From an optimization exercise on the open Yosys and OpenROAD flow, aimed at small area, a short achievable clock period and few clock cycles; shortcuts taken in it are not production practice. Function was checked by simulation only, so behaviour that the tests miss may differ from the original. Power is estimated from default activity; no workload was simulated.

Setup of the baseline:
// ce_alu
module ce_alu (
    input  wire        clk,
    input  wire        rst,         
    input  wire        in_valid,
    output wire        in_ready,
    input  wire [7:0]  op,
    input  wire [1:0]  sz,          
    input  wire [31:0] a,           
    input  wire [31:0] b,           
    input  wire [31:0] c,           
    input  wire [4:0]  flags_in,    
    output reg         out_valid,
    output reg  [31:0] result,
    output wire [4:0]  flags_out,
    output reg         wr_d,
    output reg  [1:0]  exc          
);
export LEC_CHECK = 0
export ABC_AREA = 1
export CAP_MARGIN = 20
export CORE_MARGIN = 2
export CORE_UTILIZATION = 35
export SETUP_SLACK_MARGIN = 5
export SLEW_MARGIN = 20
export TNS_END_PERCENT = 0
create_clock -name core_clock -period 10.0 [get_ports {clk}]
run.sh (not shown) runs the stock make flow with config.mk's settings and CLKGATE_MAP_FILE= SYNTH_SCRIPT=/design/flow/synth_recipe.tcl, a recipe that flattens the netlist after the stock synthesis.
The baseline ran to completion and came out clean on the timing, design-rule and antenna checks.
Testbench counts of the baseline, summed over its fixed seeds: cycles 5,894.
Input-level comparison between the candidate and the baseline:
==> flow/flow/run.sh (new file) <==
#!/bin/bash
set -euo pipefail
bash standard.sh SETUP_SLACK_MARGIN=7 finish > standard.log 2>&1
==> flow/standard.sh (new file) <==
#!/bin/bash
# synth_recipe.tcl (not shown) runs the flow's synth.tcl, then flattens the netlist and writes it again
# the make line also repeats each setting of config.mk as NAME=value (left out here)
make -C /OpenROAD-flow-scripts/flow DESIGN_CONFIG=/design/flow/config.mk WORK_HOME=/design/flow/orfs CLKGATE_MAP_FILE= SYNTH_SCRIPT=/design/flow/synth_recipe.tcl "${@:-finish}"
removed: flow/run.sh
--- outcome ---
Result for the candidate and the baseline: all clean. Comparing the baseline against the candidate, there is no change at all in height of the die. Per the comparison of the candidate with the baseline, die area roughly the same; clock-buffer cell count lower. The candidate vs the baseline: first-pass iteration count of the detailed router up in the candidate. Relative to the baseline, final clock period utilization by the worst path has decreased by 2.4 points in the candidate. Compared with the baseline, the candidate degrades maximum vdd drop. Worst path buffer plus inverter count up 3 in the candidate wrt the baseline. Final critical path time including I/O delays and setup delta (the candidate − the baseline): favourable. The candidate ended with more final design utilization than the baseline.

* * *

run B:
Another version of the RTL of ce_alu (not shown whole).
For scale: about 5800 cells after synthesis, about 190 flip-flops, about 160 I/O pins, roughly 35000 um2 of cells after synthesis.
clock: 10.0 ns
lec_check: 0
abc_area: 1
cap_margin: 20
core_margin: 2
core_utilization: 35
setup_slack_margin: 5
slew_margin: 20
tns_end_percent: 0
standard.sh (not shown) runs the stock make flow with config.mk's settings and CLKGATE_MAP_FILE= SYNTH_SCRIPT=/design/flow/synth_recipe.tcl, a recipe that flattens the netlist after the stock synthesis.
==> flow/flow/run.sh <==
#!/bin/bash
set -euo pipefail
bash standard.sh SETUP_SLACK_MARGIN=7 finish > standard.log 2>&1
Run B finished every step from synthesis to the final layout, and the layout passed the timing, design-rule and antenna checks.
Testbench counts of run B, summed over its fixed seeds: cycles 5,894.
Setup changes, run B to run Y
==> flow/run.sh (new file) <==
#!/bin/bash
# synth_recipe.tcl (not shown) runs the flow's synth.tcl, then flattens the netlist and writes it again
# the make line also repeats each setting of config.mk as NAME=value (left out here)
make -C /OpenROAD-flow-scripts/flow DESIGN_CONFIG=/design/flow/config.mk WORK_HOME=/design/flow/orfs CLKGATE_MAP_FILE= SYNTH_SCRIPT=/design/flow/synth_recipe.tcl finish
removed: flow/flow/run.sh
removed: flow/standard.sh
[summary]
In run Y, the proportion of cell area occupied by registers came out 1.0 points above the value in run B. In the tables for run Y and run B, number of clock-tree buffers in the layout reads higher with run Y. The run showing the greater total power density per cell area is run B.

* * *

## P
ce_alu, a different RTL version from the one above (not shown whole).
Size in the first run: roughly 4800 cells after synthesis, ~180 flip-flops, ~160 I/O pins, about 35000 um2 of cells after synthesis.
==> flow/design.v (excerpt) <==
module ce_alu (
    input  wire        clk,
    input  wire        rst,         
    input  wire        in_valid,
    output wire        in_ready,
    input  wire [7:0]  op,
    input  wire [1:0]  sz,          
    input  wire [31:0] a,           
    input  wire [31:0] b,           
    input  wire [31:0] c,           
    input  wire [4:0]  flags_in,    
    output reg         out_valid,
    output reg  [31:0] result,
    output wire [4:0]  flags_out,
    output reg         wr_d,
    output reg  [1:0]  exc          
);
    localparam FC = 0, FV = 1, FZ = 2, FN = 3, FT = 4;
    localparam ST_NORM = 4'd0, ST_MUL = 4'd1, ST_MULC = 4'd2, ST_DIVA = 4'd3,
               ST_DIVB = 4'd4, ST_DIV = 4'd5, ST_DIVF = 4'd6, ST_CRC = 4'd7,
               ST_FFS  = 4'd8;
    function automatic multi_op(input [7:0] o, input [1:0] s);
        multi_op = (s != 2'd3) &&
                   (((o[7:4] == 4'h1) && (o[3:0] >= 4'h4) && (o[3:0] <= 4'hA)) ||
                    (o == 8'h35) ||
                    (((o == 8'h37) || (o == 8'h38)) && (s != 2'd0)));
    endfunction
    reg [4:0]  fo_base;
    reg        fo_zr, fo_nr;
    reg [1:0]  fo_sz;
    assign flags_out = {fo_base[FT],
                        fo_nr ? msb_at(result, fo_sz) : fo_base[FN],
                        fo_zr ? (result == 32'd0) : fo_base[FZ],
                        fo_base[FV], fo_base[FC]};
    reg        rdy;
    reg        v1;
    reg [3:0]  st;
    reg [4:0]  cnt;
    reg        neg_q_r, neg_r_r, mcorr_r, ym1;
    reg [7:0]  op1;
    reg [1:0]  sz1;
    reg [31:0] a1, b1, c1;
    reg [4:0]  f1;
    assign in_ready = rdy;
    wire [31:0] mask_in = (sz == 2'd0) ? 32'h0000_00FF :
                          (sz == 2'd1) ? 32'h0000_FFFF : 32'hFFFF_FFFF;
    wire        crc_in  = (op == 8'h37) || (op == 8'h38);
    wire        mul_in  = (op == 8'h14) || (op == 8'h15) || (op == 8'h16);
    wire s8  = (sz1 == 2'd0);
  ...
Settings: LEC_CHECK=0, CAP_MARGIN=20, CORE_MARGIN=2, CORE_UTILIZATION=35, SETUP_SLACK_MARGIN=5, SLEW_MARGIN=20, TNS_END_PERCENT=0; clock period 10.0 ns.
run.sh (not shown) runs the stock make flow with config.mk's settings and CLKGATE_MAP_FILE= SYNTH_SCRIPT=/design/flow/synth_recipe.tcl, a recipe that flattens the netlist after the stock synthesis.
Stock flow here: none of the scripts above is used.
Testbench counts of P, summed over its fixed seeds: cycles 5,894.
#### Input delta (Q over P)
Settings: ABC_AREA now 1, previously not set.
Results
In the tables for Q and P, height of the die reads lower with Q.
Q ends up with a initial antenna violation count that is 5 higher than in P.
Critical path depth: Q vs P up 5
In the flow results for Q and P, the final layout net count is smaller on P.
Compared with P, in Q time the worst path needs with I/O delays and setup shrank by 0.66 ns; post-route total power shrank by about 3.7%; routed length on met2 shrank by about 7%; share of total power in the clock network grew by 0.2 points; sequential portion of the cell area grew by 0.35 points.

static timing again, ports no longer ideal:
The flow's constraints put no driver on any port. The routed layouts listed below were extracted and timed again, unchanged, in two steps. Step 1 (the two cells are an assumption about what drives the block):
set clk [get_ports {clk}]
set_driving_cell -lib_cell sky130_fd_sc_hd__clkbuf_16 $clk
set_driving_cell -lib_cell sky130_fd_sc_hd__buf_2 [delete_from_list [all_inputs] $clk]
Step 2 times the ports against the registers' clock, not the clock port: input delays grow and output delays shrink by t, the midpoint of the rising clock arrivals with the driver on. a / b / c = ideal / step 1 / step 2; a / b = the first two.
run	shift t [ns]	setup slack, ns	clock arrival spread, ns	cell pins on the clock port's net
the baseline	0.628	4.794 / 4.794 / 4.531	0.039 / 0.040	1
the candidate	0.631	5.038 / 5.038 / 4.767	0.029 / 0.029	1
run B	0.644	5.159 / 5.159 / 5.034	0.034 / 0.034	1
run Y	0.630	4.690 / 4.690 / 4.646	0.032 / 0.032	1
P	0.643	4.009 / 4.009 / 4.009	0.031 / 0.031	1
Q	0.645	4.673 / 4.673 / 4.193	0.030 / 0.030	1
After both steps every run listed still meets setup and hold. The setup slack of Q, which loses most, moves by 0.000 ns with the drivers and by -0.480 ns with both steps.
